Background: an optimization exercise with open tools, aiming at small area. Do not read the settings as production practice.
Only simulation tests tie the RTL to the original design; equivalence was not proved.
Power and IR drop assume default switching activity.

// lf_biquad
module lf_biquad (
    input  wire        clk,
    input  wire        rst,
    input  wire        in_valid,
    output wire        in_ready,
    input  wire [31:0] in_x,
    input  wire        in_clear,
    input  wire        in_bypass,
    input  wire [31:0] b0_m,
    input  wire [5:0]  b0_e,
    input  wire [31:0] b1_m,
    input  wire [5:0]  b1_e,
    input  wire [31:0] b2_m,
    input  wire [5:0]  b2_e,
    input  wire [31:0] a1_m,
    input  wire [5:0]  a1_e,
    input  wire [31:0] a2_m,
    input  wire [5:0]  a2_e,
    output reg         out_valid,
    output wire [31:0] out_y,
    output reg         out_sat
);
Size: ~4,200 cells after synthesis, ~260 I/O pins, about 35,000 µm² of cells after synthesis.
export LEC_CHECK = 0
export ABC_AREA = 1
export CAP_MARGIN = 0
export CORE_MARGIN = 2
export CORE_UTILIZATION = 40
export CTS_BUF_LIST = sky130_fd_sc_hd__clkbuf_4 sky130_fd_sc_hd__clkbuf_8
export GPL_TIMING_DRIVEN = 0
export SLEW_MARGIN = 0
create_clock -name core_clock -period 27.0 [get_ports {clk}]
standard.sh (not shown) runs the stock make flow with config.mk's settings and CLKGATE_MAP_FILE= SYNTH_SCRIPT=/design/flow/synth_recipe.tcl, a recipe that flattens the netlist after the stock synthesis.
==> flow/flow/run.sh <==
#!/bin/bash
# Standard layout, with these changes to how it is made:
#  - synthesis runs Yosys's synth with -noabc as well (no early abc -fast before
#    full-adder extraction, so adders keep their polarity);
#  - the final ABC mapping uses flow/abc_area_map.script (amap area-oriented
#    mapping, then gate sizing, no buffering) instead of ORFS's abc_area.script;
#    everything else in synth_recipe.tcl is unchanged, so the registers are the
#    standard ones;
#  - ports are buffered with sky130_fd_sc_hd__buf_1.
set -euo pipefail
W=$(pwd)
ABC="$W/flow/abc_area_map.script"
sed "s#log_cmd abc {\*}\$abc_args#log_cmd abc {*}[lreplace \$abc_args 1 1 $ABC]#" \
    "$FLOW_HOME/scripts/synth.tcl" > my_orfs_synth.tcl
grep -q "abc_area_map.script" my_orfs_synth.tcl
sed "s#synth -nofsm -noshare#synth -nofsm -noshare -noabc#; s#source \$::env(SCRIPTS_DIR)/synth.tcl#source $W/my_orfs_synth.tcl#" \
    synth_recipe.tcl > my_synth.tcl
grep -q "my_orfs_synth.tcl" my_synth.tcl
sed "s#synth_recipe.tcl#my_synth.tcl#g" standard.sh > my_standard.sh
grep -q my_synth.tcl my_standard.sh
export BUFFER_PORTS_ARGS="-buffer_cell sky130_fd_sc_hd__buf_1"
bash my_standard.sh finish > flow_make.log 2>&1
test -f out/final.def
==> flow/flow/abc_area_map.script <==
strash
dch -f
amap -F 40 -A 40
topo
stime -c
upsize -c
dnsize -c
The first run finished but fails on max-capacitance violations, max-slew violations.
Then changed:
GPL_TIMING_DRIVEN = not set   (was 0)
=> With this change the flow finished with timing, DRC and antenna clean. Hold slack barely changes. Power barely changes. Fmax rose by a few percent. Worst setup slack improved by 1.4 ns. Die area stays the same.
Then changed:
--- a/flow/flow/run.sh
+++ b/flow/flow/run.sh
@@ -4,4 +4,4 @@
 #    full-adder extraction, so adders keep their polarity);
-#  - the final ABC mapping uses flow/abc_area_map.script (amap area-oriented
-#    mapping, then gate sizing, no buffering) instead of ORFS's abc_area.script;
+#  - the final ABC mapping uses flow/abc_area_nf.script (&nf area-oriented
+#    mapping) instead of ORFS's abc_area.script;
 #    everything else in synth_recipe.tcl is unchanged, so the registers are the
@@ -11,6 +11,6 @@
 W=$(pwd)
-ABC="$W/flow/abc_area_map.script"
+ABC="$W/flow/abc_area_nf.script"
 sed "s#log_cmd abc {\*}\$abc_args#log_cmd abc {*}[lreplace \$abc_args 1 1 $ABC]#" \
     "$FLOW_HOME/scripts/synth.tcl" > my_orfs_synth.tcl
-grep -q "abc_area_map.script" my_orfs_synth.tcl
+grep -q "abc_area_nf.script" my_orfs_synth.tcl
 sed "s#synth -nofsm -noshare#synth -nofsm -noshare -noabc#; s#source \$::env(SCRIPTS_DIR)/synth.tcl#source $W/my_orfs_synth.tcl#" \
==> flow/flow/abc_area_nf.script (new file) <==
strash
&get -n
&dch -f
&nf -R 1000
&put
topo
stime -c
buffer -c
upsize -c
dnsize -c
CAP_MARGIN = 20   (was 0)
CTS_BUF_LIST = not set   (was sky130_fd_sc_hd__clkbuf_4 sky130_fd_sc_hd__clkbuf_8)
SLEW_MARGIN = 20   (was 0)
removed: flow/flow/abc_area_map.script
Outcome:
- register-to-register slack improves by 3.9 ns
- routed wire length falls by a few percent
- flip-flop and latch count does not change
- global-route usage drops by 3.8 points
- setup slack gets better by 2.4 ns
- design area came out higher slightly
- synthesized area grows by a few percent
- clock-buffer cell count falls by 15
- non-clock buffer count went up by 16
Then changed:
--- a/flow/flow/run.sh
+++ b/flow/flow/run.sh
@@ -4,4 +4,4 @@
 #    full-adder extraction, so adders keep their polarity);
-#  - the final ABC mapping uses flow/abc_area_nf.script (&nf area-oriented
-#    mapping) instead of ORFS's abc_area.script;
+#  - the final ABC mapping uses flow/abc_area_map.script (amap area-oriented
+#    mapping, then buffering and sizing) instead of ORFS's abc_area.script;
 #    everything else in synth_recipe.tcl is unchanged, so the registers are the
@@ -11,6 +11,6 @@
 W=$(pwd)
-ABC="$W/flow/abc_area_nf.script"
+ABC="$W/flow/abc_area_map.script"
 sed "s#log_cmd abc {\*}\$abc_args#log_cmd abc {*}[lreplace \$abc_args 1 1 $ABC]#" \
     "$FLOW_HOME/scripts/synth.tcl" > my_orfs_synth.tcl
-grep -q "abc_area_nf.script" my_orfs_synth.tcl
+grep -q "abc_area_map.script" my_orfs_synth.tcl
 sed "s#synth -nofsm -noshare#synth -nofsm -noshare -noabc#; s#source \$::env(SCRIPTS_DIR)/synth.tcl#source $W/my_orfs_synth.tcl#" \
==> flow/flow/abc_area_map.script (new file) <==
strash
dch -f
amap -F 40 -A 40
topo
stime -c
buffer -c
upsize -c
dnsize -c
removed: flow/flow/abc_area_nf.script
Outcome:
- combinational power is higher by 41%
- sequential cell count is unchanged
- routed wire length is higher by 10%
- utilization is lower by 0.25 points
- die area is lower by 0.86%
Then changed:
--- a/flow/flow/run.sh
+++ b/flow/flow/run.sh
@@ -4,4 +4,4 @@
 #    full-adder extraction, so adders keep their polarity);
-#  - the final ABC mapping uses flow/abc_area_map.script (amap area-oriented
-#    mapping, then buffering and sizing) instead of ORFS's abc_area.script;
+#  - the final ABC mapping uses flow/abc_area_nf.script (&nf area-oriented
+#    mapping) instead of ORFS's abc_area.script;
 #    everything else in synth_recipe.tcl is unchanged, so the registers are the
@@ -11,6 +11,6 @@
 W=$(pwd)
-ABC="$W/flow/abc_area_map.script"
+ABC="$W/flow/abc_area_nf.script"
 sed "s#log_cmd abc {\*}\$abc_args#log_cmd abc {*}[lreplace \$abc_args 1 1 $ABC]#" \
     "$FLOW_HOME/scripts/synth.tcl" > my_orfs_synth.tcl
-grep -q "abc_area_map.script" my_orfs_synth.tcl
+grep -q "abc_area_nf.script" my_orfs_synth.tcl
 sed "s#synth -nofsm -noshare#synth -nofsm -noshare -noabc#; s#source \$::env(SCRIPTS_DIR)/synth.tcl#source $W/my_orfs_synth.tcl#" \
==> flow/flow/abc_area_nf.script (new file) <==
strash
&get -n
&dch -f
&nf -R 1000
&put
topo
stime -c
buffer -c
upsize -c
dnsize -c
CAP_MARGIN = 0   (was 20)
CTS_BUF_LIST = sky130_fd_sc_hd__clkbuf_4 sky130_fd_sc_hd__clkbuf_8   (was not set)
SLEW_MARGIN = 0   (was 20)
removed: flow/flow/abc_area_map.script
Worst setup slack improved by 1.8 ns.
Routed wire length came out lower by 8.8%.
Global-route usage came out lower by 3.0 points.
Non-clock buffer count came out lower by 22.
Register-to-register slack improved by 2.8 ns.
Sequential share of layout area came out lower by 0.10 points.
Die area came out higher by 0.86%.
Count of clock-buffer cells in the layout came out higher by 16.
Final cell count came out lower by 4.1%.
Sequential cell count stays the same.
Power came out lower by 24%.

Another version of the RTL of lf_biquad (not shown whole).
For scale: roughly 6000 cells after synthesis, roughly 200 flip-flops, ~260 I/O pins, roughly 42000 um^2 of cells after synthesis.
==> flow/design.v (excerpt) <==
module lf_biquad (
    input  wire        clk,
    input  wire        rst,
    input  wire        in_valid,
    output wire        in_ready,
    input  wire [31:0] in_x,
    input  wire        in_clear,
    input  wire        in_bypass,
    input  wire [31:0] b0_m,
    input  wire [5:0]  b0_e,
    input  wire [31:0] b1_m,
    input  wire [5:0]  b1_e,
    input  wire [31:0] b2_m,
    input  wire [5:0]  b2_e,
    input  wire [31:0] a1_m,
    input  wire [5:0]  a1_e,
    input  wire [31:0] a2_m,
    input  wire [5:0]  a2_e,
    output reg         out_valid,
    output wire [31:0] out_y,
    output reg         out_sat
);
    reg  [31:0] x1, x2, y1, y2;
    reg  [66:0] acc;
    reg         p0, p1, p2, p3, p4, p5;    
    reg         byp;
    wire idle   = ~(p0 | p1 | p2 | p3 | p4 | p5);
    assign in_ready = idle;
    wire accept = in_valid & idle;
    wire        sel_b2 = idle & ~in_clear;
    wire [31:0] v = ({32{idle | p0}} & x2) | ({32{p1}} & x1) |
                    ({32{p2}} & y1) | ({32{p3}} & y2);
    wire [31:0] m = ({32{sel_b2}} & b2_m) | ({32{p0}} & b1_m) | ({32{p1}} & b0_m) |
                    ({32{p2}} & a1_m) | ({32{p3}} & a2_m);
    wire [5:0]  e = p0 ? b1_e : p1 ? b0_e : p2 ? a1_e : p3 ? a2_e : b2_e;
    wire        neg = p2 | p3;
    wire signed [63:0] t;
    bq_term u_term (.m(m), .v(v), .e(e), .t(t));
    wire [66:0] t_ext = {{3{t[63]}}, t} ^ {67{neg}};
    wire [66:0] opb   = t_ext | {37'd0, {30{p4}}};
    wire [66:0] base  = idle ? 67'd0 : acc;
    wire        cin   = neg | (p4 & acc[31]);
    wire [66:0] sum;
    bq_add67 u_acc (.a(base), .b(opb), .cin(cin), .s(sum));
    wire               pos_ovf = ~acc[66] & (|acc[65:62]);
    wire               neg_ovf =  acc[66] & ~(&acc[65:62]);
  ...
make LEC_CHECK=0 ABC_AREA=1 CAP_MARGIN=20 CORE_MARGIN=2 CORE_UTILIZATION=40 SLEW_MARGIN=20 finish   # period 27.0 ns
run.sh (not shown) runs the stock make flow with config.mk's settings and CLKGATE_MAP_FILE= SYNTH_SCRIPT=/design/flow/synth_recipe.tcl, a recipe that flattens the netlist after the stock synthesis.
Stock flow here: none of the scripts above is used.
Next try:
==> flow/flow/run.sh (new file) <==
#!/bin/bash
# Standard layout, with two changes:
#  - synthesis runs Yosys's synth with -noabc as well (no early abc -fast before
#    full-adder extraction, so adders keep their polarity); everything else in
#    synth_recipe.tcl is unchanged, so the registers are the standard ones;
#  - ports are buffered with sky130_fd_sc_hd__buf_1.
set -euo pipefail
W=$(pwd)
sed 's/synth -nofsm -noshare/synth -nofsm -noshare -noabc/' synth_recipe.tcl > my_synth.tcl
sed "s#synth_recipe.tcl#my_synth.tcl#g" standard.sh > my_standard.sh
grep -q my_synth.tcl my_standard.sh
export BUFFER_PORTS_ARGS="-buffer_cell sky130_fd_sc_hd__buf_1"
bash my_standard.sh finish > flow_make.log 2>&1
test -f out/final.def
==> flow/standard.sh (new file) <==
#!/bin/bash
# synth_recipe.tcl (not shown) runs the flow's synth.tcl, then flattens the netlist and writes it again
# the make line also repeats each setting of config.mk as NAME=value (left out here)
make -C /OpenROAD-flow-scripts/flow DESIGN_CONFIG=/design/flow/config.mk WORK_HOME=/design/flow/orfs CLKGATE_MAP_FILE= SYNTH_SCRIPT=/design/flow/synth_recipe.tcl "${@:-finish}"
removed: flow/run.sh
After rerunning: Die area came out lower by 4.0%. Cell area came out lower by 7.4%. Sequential power is about the same. Clock-buffer cell count is higher by 7.

-- what the ideal ports hide --
In the flow no input, the clock included, has a driving cell. The finished layouts below were timed again as built, in two steps.
Step 1: set_driving_cell puts a clkbuf_16 on clk and a buf_2 on each other input, an assumption about the parent block.
Step 2, shift: input delay + t, output delay - t, t = (earliest + latest rising clock arrival at the registers) / 2. This alone moves slack from input paths to output paths.
Three values: ideal, step 1, step 2; two values: the first two.
| run | t (ns) | slack for setup (ns) | worst hold slack (ns) |
|---|---|---|---|
| the first run of note 1 | 0.659 | 1.268 / 1.292 / 0.633 | 0.465 / 0.465 / 0.465 |
| the second run of note 1 | 0.665 | 2.701 / 2.729 / 2.065 | 0.468 / 0.468 / 0.468 |
| the third run of note 1 | 0.568 | 5.096 / 5.123 / 4.556 | 0.449 / 0.449 / 0.449 |
| the fourth run of note 1 | 0.585 | 3.386 / 3.416 / 2.830 | 0.478 / 0.478 / 0.478 |
| the fifth run of note 1 | 0.596 | 5.172 / 5.202 / 4.606 | 0.450 / 0.450 / 0.450 |
| the first run of note 2 | 0.604 | 6.193 / 6.227 / 5.623 | 0.464 / 0.464 / 0.464 |
| the second run of note 2 | 0.624 | 6.278 / 6.331 / 5.707 | 0.465 / 0.465 / 0.465 |
For the second run of note 1, which loses most, drivers alone change the setup slack by +0.028 ns; drivers and shift together by -0.636 ns.
